Context: an optimization exercise on an open-source flow, tuned for small area, a short achievable clock period and few clock cycles per item. The choices shown serve that exercise and are no tape-out recipe. Only simulation tests tie the RTL to the original design; equivalence was not proved.

==> wip/violet <==
// filet_enc
module filet_enc (
    input  wire        clk,
    input  wire        rst,           
    input  wire        in_valid,
    output reg         in_ready,
    input  wire [19:0] in_data,       
    input  wire        in_eos,        
    input  wire        in_eol,        
    input  wire [1:0]  cfg_depth,     
    input  wire [5:0]  cfg_e,         
    output reg         out_valid,
    input  wire        out_ready,
    output reg  [31:0] out_data,
    output reg         out_last
);
clock: 65.0 ns
lec_check: 0
cap_margin: 20
core_margin: 2
core_utilization: 40
slew_margin: 20
run.sh (not shown) runs the stock make flow with config.mk's settings and CLKGATE_MAP_FILE= SYNTH_SCRIPT=/design/flow/synth_recipe.tcl, a recipe that flattens the netlist after the stock synthesis.
==> wip/lagoon: changes against wip/violet <==
--- a/flow/design.v
+++ b/flow/design.v
@@ -176,80 +176,74 @@
     wire [19:0] f6_Qm = f6_Q - 20'd1;
     wire [20:0] f6_u0 = f6_sg ? ((f6_Q == 20'd0) ? 21'd0 : {f6_Qm, 1'b1}) : {f6_Q, 1'b0};
     wire [20:0] f6_u1 = f6_sg ? {f6_Q, 1'b1} : {f6_Qp, 1'b0};
     wire        f6_a  = (f6_new & vsel) ? f6_aB : f6_aA;
     wire [20:0] f6_u  = f6_a ? f6_u1 : f6_u0;
     wire [4:0]  f6_b  = bits_of(f6_d);
-    reg  [11:0] cost [0:20];
-    reg  [6:0]  term [0:20];
+    reg  [10:0] cost [0:20];
+    reg  [5:0]  term [0:20];
     reg  [20:0] ush;
-    reg  [6:0]  cst;
+    reg  [5:0]  cst;
     always @* begin
         for (k1 = 0; k1 <= 20; k1 = k1 + 1) begin
             ush = f6_u >> k1;
             case (f6_d)
             2'd0:    cst = 1 + k1 - 10;
             2'd1:    cst = 1 + k1 - 12;
             default: cst = 1 + k1 - 20;
             endcase
             if ((ush[20:5] == 16'd0) && !(ush[4] & ush[3]))
-                term[k1] = {2'd0, ush[4:0]} + cst;
+                term[k1] = {1'b0, ush[4:0]} + cst;
             else
-                term[k1] = 7'd25;
-            if (!f6_v) term[k1] = 7'd0;
+                term[k1] = 6'd25;
+            if (!f6_v) term[k1] = 6'd0;
         end
     end
-    reg  [11:0] mv [0:20];
+    reg  [10:0] mv [0:20];
     reg  [20:0] gt;
     always @* begin
         for (k2 = 0; k2 <= 20; k2 = k2 + 1) begin
-            mv[k2] = {~cost[k2][11], cost[k2][10:0]};
-            gt[k2] = ~cost[k2][11] & (|cost[k2][10:0]);
+            mv[k2] = {~cost[k2][10], cost[k2][9:0]};
+            gt[k2] = ~cost[k2][10] & (|cost[k2][9:0]);
         end
     end
     assign dec_vb = &gt;
-    reg  [11:0] t1v [0:10];  reg [4:0] t1i [0:10];
-    reg  [11:0] t2v [0:5];   reg [4:0] t2i [0:5];
-    reg  [11:0] t3v [0:2];   reg [4:0] t3i [0:2];
-    reg  [11:0] s3v [0:2];   reg [4:0] s3i [0:2];
-    reg  [11:0] t4v;         reg [4:0] t4i;
+    reg  [10:0] t1v [0:10];  reg [4:0] t1i [0:10];
+    reg  [10:0] t2v [0:5];   reg [4:0] t2i [0:5];
+    reg  [10:0] t3v [0:2];   reg [4:0] t3i [0:2];
+    reg  [10:0] t4v;         reg [4:0] t4i;
     reg  [4:0]  dec_k;
-    reg         dec2;
     always @* begin
         for (i3 = 0; i3 < 10; i3 = i3 + 1) begin
-            if (ult12(mv[2*i3+1], mv[2*i3])) begin t1v[i3] = mv[2*i3+1]; t1i[i3] = 2*i3+1; end
+            if (ult12({1'b0,mv[2*i3+1]}, {1'b0,mv[2*i3]})) begin t1v[i3] = mv[2*i3+1]; t1i[i3] = 2*i3+1; end
             else                      begin t1v[i3] = mv[2*i3];   t1i[i3] = 2*i3;   end
         end
         t1v[10] = mv[20]; t1i[10] = 5'd20;
         for (i3 = 0; i3 < 5; i3 = i3 + 1) begin
-            if (ult12(t1v[2*i3+1], t1v[2*i3])) begin t2v[i3] = t1v[2*i3+1]; t2i[i3] = t1i[2*i3+1]; end
+            if (ult12({1'b0,t1v[2*i3+1]}, {1'b0,t1v[2*i3]})) begin t2v[i3] = t1v[2*i3+1]; t2i[i3] = t1i[2*i3+1]; end
             else                        begin t2v[i3] = t1v[2*i3];   t2i[i3] = t1i[2*i3];   end
         end
         t2v[5] = t1v[10]; t2i[5] = t1i[10];
         for (i3 = 0; i3 < 3; i3 = i3 + 1) begin
-            if (ult12(t2v[2*i3+1], t2v[2*i3])) begin t3v[i3] = t2v[2*i3+1]; t3i[i3] = t2i[2*i3+1]; end
+            if (ult12({1'b0,t2v[2*i3+1]}, {1'b0,t2v[2*i3]})) begin t3v[i3] = t2v[2*i3+1]; t3i[i3] = t2i[2*i3+1]; end
             else                        begin t3v[i3] = t2v[2*i3];   t3i[i3] = t2i[2*i3];   end
         end
-        if (ult12(s3v[1], s3v[0])) begin t4v = s3v[1]; t4i = s3i[1]; end
-        else                 begin t4v = s3v[0]; t4i = s3i[0]; end
-        dec_k = ult12(s3v[2], t4v) ? s3i[2] : t4i;
+        if (ult12({1'b0,t3v[1]}, {1'b0,t3v[0]})) begin t4v = t3v[1]; t4i = t3i[1]; end
+        else                       begin t4v = t3v[0]; t4i = t3i[0]; end
+        dec_k = ult12({1'b0,t3v[2]}, {1'b0,t4v}) ? t3i[2] : t4i;
     end
     reg         rd_first;             
     wire        adv;                  
     wire        bf_avail = (bf_rp != bf_wp);
     wire        consume = synced & ex_v & adv & (~rd_first | bf_avail);
     wire        mv_up = ~synced & ex_v & ~drum[0][21];
-    reg         p0_v, p0_first, p0_last, p0_sos;
-    reg  [1:0]  p0_i;
-    reg  [19:0] p0_x;
-    reg  [5:0]  p0_e;
-    reg  [1:0]  p0_d;
     reg  [19:0] bx_prev;
-    wire [4:0]  p0_b    = bits_of(p0_d);
+    wire [19:0] p0_x    = ex[19:0];
+    wire [4:0]  p0_b    = bits_of(bf_d[bf_rp[1:0]]);
     wire [19:0] p0_half = 20'd1 << (p0_b - 5'd1);
-    wire [19:0] p0_base = (p0_first & p0_sos) ? p0_half : bx_prev;
+    wire [19:0] p0_base = (rd_first & bf_sos[bf_rp[1:0]]) ? p0_half : bx_prev;
     wire [20:0] p0_D1   = {1'b0, p0_x} - {1'b0, p0_base};
     wire [19:0] p0_D2   = p0_base - p0_x;
     wire        p0_sg   = p0_D1[20];
     wire [19:0] p0_A    = p0_sg ? p0_D2 : p0_D1[19:0];
     reg         pv  [1:5];
     reg         pfi [1:5];
@@ -262,27 +256,27 @@
     reg  [6:0]  pr  [1:5];
     reg  [5:0]  pe  [1:5];
     reg  [1:0]  pd  [1:5];
     reg  [26:0] pdiv [1:4];
     always @* begin
         for (i2 = 1; i2 <= 4; i2 = i2 + 1)
-            pdiv[i2] = drows(paq[i2], pr[i2], {pe[i2], 1'b1});
+            pdiv[i2] = drows(paq[i2], pr[i2], {bf_e[pix[i2]], 1'b1});
     end
     reg  signed [7:0] bdx;            
     reg         pv_reg;               
     reg         p6_v, p6_first, p6_last;
     reg  [1:0]  p6_i;
     reg  [19:0] p6_x;
     reg  [20:0] p6_u;
-    wire [4:0]  p5_b   = bits_of(pd[5]);
+    wire [4:0]  p5_b   = bits_of(bf_d[pix[5]]);
     wire [20:0] p5_top = (21'd1 << p5_b) - 21'd1;
     wire [20:0] p5_tx  = p5_top - {1'b0, px[5]};
     wire        p6_vb  = bf_vb[p6_i];
     wire        prevvb = (p6_v & p6_last) ? p6_vb : pv_reg;
-    wire        p5_rst = pfi[5] & (pso[5] | prevvb);
-    wire [8:0]  p5_res = qstep(psg[5], pr[5], p5_rst ? 8'sd0 : bdx, pe[5],
+    wire        p5_rst = pfi[5] & (bf_sos[pix[5]] | prevvb);
+    wire [8:0]  p5_res = qstep(psg[5], pr[5], p5_rst ? 8'sd0 : bdx, bf_e[pix[5]],
                                (px[5][19:6] == 14'd0), (p5_tx[20:6] == 15'd0),
                                px[5][5:0], p5_tx[5:0]);
     wire [19:0] p5_Q   = paq[5];
     wire [20:0] p5_M   = {1'b0, p5_Q} + {20'd0, p5_res[8]};
     wire [20:0] p5_u   = (p5_M == 21'd0) ? 21'd0 :
                          psg[5] ? ({p5_M[19:0], 1'b0} - 21'd1) : {p5_M[19:0], 1'b0};
@@ -306,16 +300,18 @@
             p6_val = p6_u;
         end
     end
     wire [44:0] p6_code = (therm(p6_len) & ~therm(p6_ZF)) |
                           ({24'd0, p6_val} & therm(p6_F));
     wire [10:0] p6_hdr = p6_vb ? 11'd31 : {bf_e[p6_i], p6_k};
-    reg         p7_v, p7_hf, p7_eol;
-    reg  [10:0] p7_hdr;
-    reg  [44:0] p7_code;
-    reg  [5:0]  p7_len;
+    wire        p7_v    = p6_v;
+    wire        p7_hf   = p6_first;
+    wire [10:0] p7_hdr  = p6_hdr;
+    wire [44:0] p7_code = p6_code;
+    wire [5:0]  p7_len  = p6_len;
+    wire        p7_eol  = p6_last & bf_eol[p6_i];
     reg  [CAP-1:0] acc;
     reg  [6:0]  cnt;
     reg  [4:0]  lbits;                
     reg         pad_pend;
     reg         mark_v;               
     reg  [6:0]  mark;                 
@@ -326,13 +322,13 @@
     wire        do_pad   = pad_pend & ~mark_v & ~ult12(CAP, {4'd0, padsum});
     wire        ext      = (cnt[6] | cnt[5]) & ~(out_valid & sk_v) & ~do_pad;
     wire [6:0]  cnt_x    = ext ? cnt - 7'd32 : cnt;
     wire [CAP-1:0] word_sh = acc >> (cnt - 7'd32);
     wire        w_last   = mark_v & (cnt - 7'd32 == mark);
     wire [7:0]  need     = {1'b0, cnt_x} + (p7_hf ? 8'd11 : 8'd0) + {2'd0, p7_len};
-    wire        pk_ok    = ~p7_v | (~pad_pend & ~ult12(CAP, {4'd0, need}));
+    wire        pk_ok    = ~p7_v | (bf_dec[p6_i] & ~pad_pend & ~ult12(CAP, {4'd0, need}));
     wire        dec_ok   = ~p6_v | bf_dec[p6_i];
     assign      adv      = pk_ok & dec_ok;
     wire        app      = p7_v & adv;
     wire [CAP-1:0] acc1 = (app & p7_hf) ? {acc[CAP-12:0], p7_hdr} : acc;
     wire [5:0]  sh      = app ? p7_len : (do_pad ? {1'b0, padn} : 6'd0);
     wire [CAP-1:0] acc2 = (acc1 << sh) | (app ? {{(CAP-45){1'b0}}, p7_code} : {CAP{1'b0}});
@@ -391,66 +387,46 @@
             fdxA  <= f5_resA[7:0];
             fdxB  <= f5_resB[7:0];
         end else if (fpend & dec_now) begin
             fdxA  <= dec_vb ? fdxB : fdxA;
         end
         for (k = 0; k <= 20; k = k + 1)
-            cost[k] <= ((f6_v & f6_first) ? 12'd0 : cost[k]) + {{5{term[k][6]}}, term[k]};
+            cost[k] <= ((f6_v & f6_first) ? 11'd0 : cost[k]) + {{5{term[k][5]}}, term[k]};
         if (dec_now) vb_reg <= dec_vb;
-        for (k = 0; k < 3; k = k + 1) begin
-            s3v[k] <= t3v[k];
-            s3i[k] <= t3i[k];
-        end
-        if (dec2) begin
-            bf_vb[bf_dp]  <= vb_reg;
+        if (dec_now) begin
+            bf_vb[bf_dp]  <= dec_vb;
             bf_k[bf_dp]   <= dec_k;
             bf_dec[bf_dp] <= 1'b1;
         end
         if (f0_v & f0_last) begin
             bf_e[bf_wp[1:0]]   <= f0_e;
             bf_d[bf_wp[1:0]]   <= f0_d;
             bf_sos[bf_wp[1:0]] <= f0_first ? f0_sos : fb_sos;
             bf_eol[bf_wp[1:0]] <= f0_eol;
             bf_dec[bf_wp[1:0]] <= 1'b0;
         end
         if (adv) begin
-            if (consume) begin
-                p0_x     <= ex[19:0];
-                p0_last  <= ex[20];
-                p0_first <= rd_first;
-                p0_i     <= bf_rp[1:0];
-                p0_e     <= bf_e[bf_rp[1:0]];
-                p0_d     <= bf_d[bf_rp[1:0]];
-                p0_sos   <= bf_sos[bf_rp[1:0]];
-            end
             paq[1] <= p0_A;
             pr[1]  <= 7'd0;
             psg[1] <= p0_sg;
             px[1]  <= p0_x;
-            pe[1]  <= p0_e; pd[1] <= p0_d;
-            pfi[1] <= p0_first; pla[1] <= p0_last; pso[1] <= p0_sos; pix[1] <= p0_i;
-            if (p0_v) bx_prev <= p0_x;
+            pfi[1] <= rd_first; pla[1] <= ex[20]; pix[1] <= bf_rp[1:0];
+            if (consume) bx_prev <= p0_x;
             for (i = 1; i <= 4; i = i + 1) begin
                 paq[i+1] <= pdiv[i][26:7];
                 pr[i+1]  <= pdiv[i][6:0];
                 psg[i+1] <= psg[i];
                 px[i+1]  <= px[i];
-                pe[i+1]  <= pe[i]; pd[i+1] <= pd[i];
-                pfi[i+1] <= pfi[i]; pla[i+1] <= pla[i]; pso[i+1] <= pso[i];
+                pfi[i+1] <= pfi[i]; pla[i+1] <= pla[i];
                 pix[i+1] <= pix[i];
             end
             p6_first <= pfi[5]; p6_last <= pla[5]; p6_i <= pix[5];
             p6_x <= px[5];
             p6_u <= p5_u;
             if (pv[5]) bdx <= p5_res[7:0];
             if (p6_v & p6_last) pv_reg <= p6_vb;
-            p7_hf   <= p6_first;
-            p7_hdr  <= p6_hdr;
-            p7_code <= p6_code;
-            p7_len  <= p6_len;
-            p7_eol  <= p6_last & bf_eol[p6_i];
         end
         acc <= acc2;
         if (ext) begin
             sk_data <= word_sh[31:0];
             sk_last <= w_last;
         end
@@ -488,18 +464,16 @@
             unp       <= 6'd0;
             f0_v      <= 1'b0;
             for (i = 1; i <= 5; i = i + 1) fv[i] <= 1'b0;
             f6_v      <= 1'b0;
             fpend     <= 1'b0;
             dec_now   <= 1'b0;
-            dec2      <= 1'b0;
             bf_wp <= 3'd0; bf_dp <= 2'd0; bf_rp <= 3'd0; bf_fp <= 3'd0;
             rd_first  <= 1'b1;
-            p0_v      <= 1'b0;
             for (i = 1; i <= 5; i = i + 1) pv[i] <= 1'b0;
-            p6_v <= 1'b0; p7_v <= 1'b0;
+            p6_v <= 1'b0;
             pv_reg    <= 1'b0;
             cnt       <= 7'd0;
             lbits     <= 5'd0;
             pad_pend  <= 1'b0;
             mark_v    <= 1'b0;
         end else begin
@@ -509,13 +483,12 @@
             fv[1] <= f0_v;
             for (i = 1; i <= 4; i = i + 1) fv[i+1] <= fv[i];
             f6_v <= fv[5];
             if (fv[5]) fpend <= f5_new;
             else if (fpend & dec_now) fpend <= 1'b0;
             dec_now <= f6_v & f6_last;
-            dec2    <= dec_now;
             nval <= fire ? nval_1 : nval_0;
             if (synced)
                 unp <= fire ? nval : nval_m;
             else
                 unp <= unp - {5'd0, ex_v};
             if (consume) begin
@@ -529,20 +502,18 @@
                 end
             end else begin
                 wcnt <= wcnt - 6'd1;
                 if (wcnt == 6'd1) synced <= 1'b1;
             end
             if (f0_v & f0_last) bf_wp <= bf_wp + 3'd1;
-            if (dec2) bf_dp <= bf_dp + 2'd1;
+            if (dec_now) bf_dp <= bf_dp + 2'd1;
             if (adv & p6_v & p6_last) bf_fp <= bf_fp + 3'd1;
             if (adv) begin
-                p0_v <= consume;
-                pv[1] <= p0_v;
+                pv[1] <= consume;
                 for (i = 1; i <= 4; i = i + 1) pv[i+1] <= pv[i];
                 p6_v <= pv[5];
-                p7_v <= p6_v;
             end
             cnt   <= cnt_x + added;
             lbits <= lbits + added[4:0];
             if (app & p7_eol) pad_pend <= 1'b1;
             if (do_pad) begin
                 pad_pend <= 1'b0;
CORE_UTILIZATION = 60   (was 40)
CTS_CLUSTER_DIAMETER = 107   (was default)
CTS_CLUSTER_SIZE = 20   (was default)
PLACE_DENSITY = 0.7   (was default)
==> wip/yarrow: changes against wip/violet <==
--- a/flow/design.v
+++ b/flow/design.v
@@ -10,13 +10,13 @@
     input  wire [5:0]  cfg_e,         
     output reg         out_valid,
     input  wire        out_ready,
     output reg  [31:0] out_data,
     output reg         out_last
 );
-    localparam N    = 35;             
+    localparam N    = 36;             
     localparam CAP  = 88;             
     integer i, k, i1, i2, i3, k1, k2;
     function [4:0] bits_of;
         input [1:0] d;
         bits_of = (d == 2'd0) ? 5'd10 : (d == 2'd1) ? 5'd12 : 5'd20;
     endfunction
@@ -98,14 +98,13 @@
                 dxo = dxn[7:0];
             qstep = {adj, dxo};
         end
     endfunction
     reg         rst_q;                
     always @(posedge clk) rst_q <= rst;
-    reg         in_rdy;
-    wire        fire = in_valid & in_rdy & ~rst_q;
+    wire        fire = in_valid & in_ready;
     reg  [5:0]  n_acc;                
     reg         sos_acc;              
     wire        last_in = in_eos | in_eol | (n_acc == 6'd31);
     wire [5:0]  n_acc_1 = n_acc + 6'd1;
     reg  [21:0] drum [0:N-1];         
     reg         synced;               
@@ -142,19 +141,20 @@
     wire [20:0] f0_tx   = f0_top - {1'b0, f0_x};
     reg         fv  [1:5];
     reg         ffi [1:5];
     reg         fla [1:5];
     reg         fso [1:5];
     reg         fsg [1:5];
-    reg         fxl [1:5];            
-    reg         fxh [1:5];            
+    reg         fxl [1:5];
+    reg         fxh [1:5];
     reg  [19:0] faq [1:5];
     reg  [6:0]  fr  [1:5];
     reg  [5:0]  fe  [1:5];
     reg  [1:0]  fd  [1:5];
-    reg  [5:0]  fx6 [1:5];            
+    reg  [5:0]  fx6 [1:5];
+    reg  [5:0]  ft6 [1:5];
     reg  [26:0] fdiv [1:4];
     always @* begin
         for (i1 = 1; i1 <= 4; i1 = i1 + 1)
             fdiv[i1] = drows(faq[i1], fr[i1], {fe[i1], 1'b1});
     end
     reg  signed [7:0] fdxA, fdxB;     
@@ -163,15 +163,15 @@
     reg         dec_now;
     reg         vb_reg;
     wire        vsel = dec_now ? dec_vb : vb_reg;
     wire signed [7:0] f5_dxp = fpend ? (vsel ? fdxB : fdxA) : fdxA;
     wire        f5_new = ffi[5] & ~fso[5];    
     wire [8:0]  f5_resA = qstep(fsg[5], fr[5], (fso[5] & ffi[5]) ? 8'sd0 : f5_dxp,
-                                fe[5], fxl[5], fxh[5], fx6[5], fx6[5]);
+                                fe[5], fxl[5], fxh[5], fx6[5], ft6[5]);
     wire [8:0]  f5_resB = qstep(fsg[5], fr[5], 8'sd0,
-                                fe[5], fxl[5], fxh[5], fx6[5], fx6[5]);
+                                fe[5], fxl[5], fxh[5], fx6[5], ft6[5]);
     reg         f6_v, f6_first, f6_last, f6_sg, f6_new, f6_aA, f6_aB;
     reg  [19:0] f6_Q;
     reg  [1:0]  f6_d;
     wire [19:0] f6_Qp = f6_Q + 20'd1;
     wire [19:0] f6_Qm = f6_Q - 20'd1;
     wire [20:0] f6_u0 = f6_sg ? ((f6_Q == 20'd0) ? 21'd0 : {f6_Qm, 1'b1}) : {f6_Q, 1'b0};
@@ -343,17 +343,16 @@
     wire        room1   = ~bf_occ[3] & ~bf_occ[2] & ~(bf_occ[1] & bf_occ[0]);
     wire        slot_ok = synced ? (~ex_v | consume)
                                  : ((unp == {5'd0, ex_v}) & (~ex_v | mv_up));
     wire [5:0]  nval_0  = nval - {5'd0, consume};
     wire [5:0]  nval_1  = nval_0 + 6'd1;
     wire [5:0]  nval_m  = nval - 6'd1;
-    wire        rdy_nx  = slot_ok & (fire ? (~in_eol & (last_in ? room1 : room0)) : room0);
     always @(posedge clk) begin
         for (i = N-1; i >= 2; i = i - 1)
             drum[i] <= drum[i-1];
-        drum[1] <= in_rdy ? {fire, last_in, in_data} : mv_up ? ex : drum[0];
+        drum[1] <= in_ready ? {in_valid, last_in, in_data} : mv_up ? ex : drum[0];
         drum[0] <= {ex_v & ~consume & ~mv_up, ex[20:0]};
         f0_x     <= in_data;
         f0_d     <= cfg_depth;
         f0_e     <= cfg_e;
         f0_eol   <= in_eol;
         f0_first <= (n_acc == 6'd0);
@@ -363,25 +362,25 @@
         fr[1]  <= 7'd0;
         fsg[1] <= f0_sg;
         fe[1]  <= f0_e; fd[1] <= f0_d;
         ffi[1] <= f0_first; fla[1] <= f0_last; fso[1] <= f0_sos;
         fxl[1] <= (f0_x[19:6] == 14'd0);
         fxh[1] <= (f0_tx[20:6] == 15'd0);
-        fx6[1] <= (f0_tx[20:6] == 15'd0) ? f0_tx[5:0] : f0_x[5:0];
+        fx6[1] <= f0_x[5:0]; ft6[1] <= f0_tx[5:0];
         if (f0_v) begin
             fx_prev <= f0_x;
             if (f0_first) fb_sos <= f0_sos;
         end
         for (i = 1; i <= 4; i = i + 1) begin
             faq[i+1] <= fdiv[i][26:7];
             fr[i+1]  <= fdiv[i][6:0];
             fsg[i+1] <= fsg[i];
             fe[i+1]  <= fe[i]; fd[i+1] <= fd[i];
             ffi[i+1] <= ffi[i]; fla[i+1] <= fla[i]; fso[i+1] <= fso[i];
             fxl[i+1] <= fxl[i]; fxh[i+1] <= fxh[i];
-            fx6[i+1] <= fx6[i];
+            fx6[i+1] <= fx6[i]; ft6[i+1] <= ft6[i];
         end
         f6_Q     <= faq[5];
         f6_sg    <= fsg[5];
         f6_d     <= fd[5];
         f6_first <= ffi[5]; f6_last <= fla[5];
         f6_new   <= f5_new;
@@ -469,17 +468,13 @@
         end
         if (rst)
             in_ready <= 1'b0;
         else if (rst_q)
             in_ready <= 1'b1;
         else
-            in_ready <= rdy_nx;
-        if (rst_q)
-            in_rdy <= 1'b1;
-        else
-            in_rdy <= rdy_nx;
+            in_ready <= slot_ok & (fire ? (~in_eol & (last_in ? room1 : room0)) : room0);
         if (rst_q) begin
             for (i = 0; i < N; i = i + 1)
                 drum[i][21] <= 1'b0;
             n_acc     <= 6'd0;
             sos_acc   <= 1'b1;
             synced    <= 1'b1;
==> notes <==
- Critical path depth is the same in wip/lagoon and wip/yarrow.
- Fmax, highest first: wip/violet, wip/lagoon, wip/yarrow.
- The lowest synthesized cell count belongs to wip/lagoon, the highest to wip/yarrow.
- The lowest final area belongs to wip/lagoon, the highest to wip/yarrow.
- In wip/yarrow the routed wire length is higher than in wip/lagoon, by 0.82%.
- Clock-buffer cell count: wip/yarrow > wip/violet > wip/lagoon.
- In wip/violet the first-iteration DRC count is higher than in wip/yarrow, by 12%.
- The highest hold slack belongs to wip/lagoon, the lowest to wip/yarrow.
Testbench counts of wip/violet, summed over its fixed seeds: cycles 109,785, samples 109,175.
Testbench counts of wip/lagoon, summed over its fixed seeds: cycles 109,769, samples 109,175.
Testbench counts of wip/yarrow, summed over its fixed seeds: cycles 109,793, samples 109,175.

-- static timing again, ports no longer ideal --
No port has a modelled driver above. Below, the same layouts with a new extraction and two added sets of constraints. Step 1, drivers: a clkbuf_16 drives clk and a buf_2 each remaining input, both assumed. Step 2 adds t to the input delays and takes it off the output delays; t is the mean of the earliest and latest rising clock arrival at the registers after step 1. Input paths then give back, and output paths get back, about the clock's delay inside the block. Three values: ideal, step 1, step 2; two values: the first two.
| run | t (ns) | slack for setup (ns) | worst setup path at the end | worst slew at a driven data input, ns |
|---|---|---|---|---|
| wip/violet | 0.947 | 50.086 / 49.996 / 49.382 | input to register | 0.24 |
| wip/lagoon | 0.871 | 50.068 / 49.984 / 49.537 | input to register | 0.15 |
| wip/yarrow | 0.973 | 49.350 / 49.259 / 49.771 | input to register | 0.26 |
After both steps setup and hold are still met in every run listed. The setup slack of wip/violet, which loses most, moves by -0.090 ns with the drivers and by -0.704 ns with both steps.
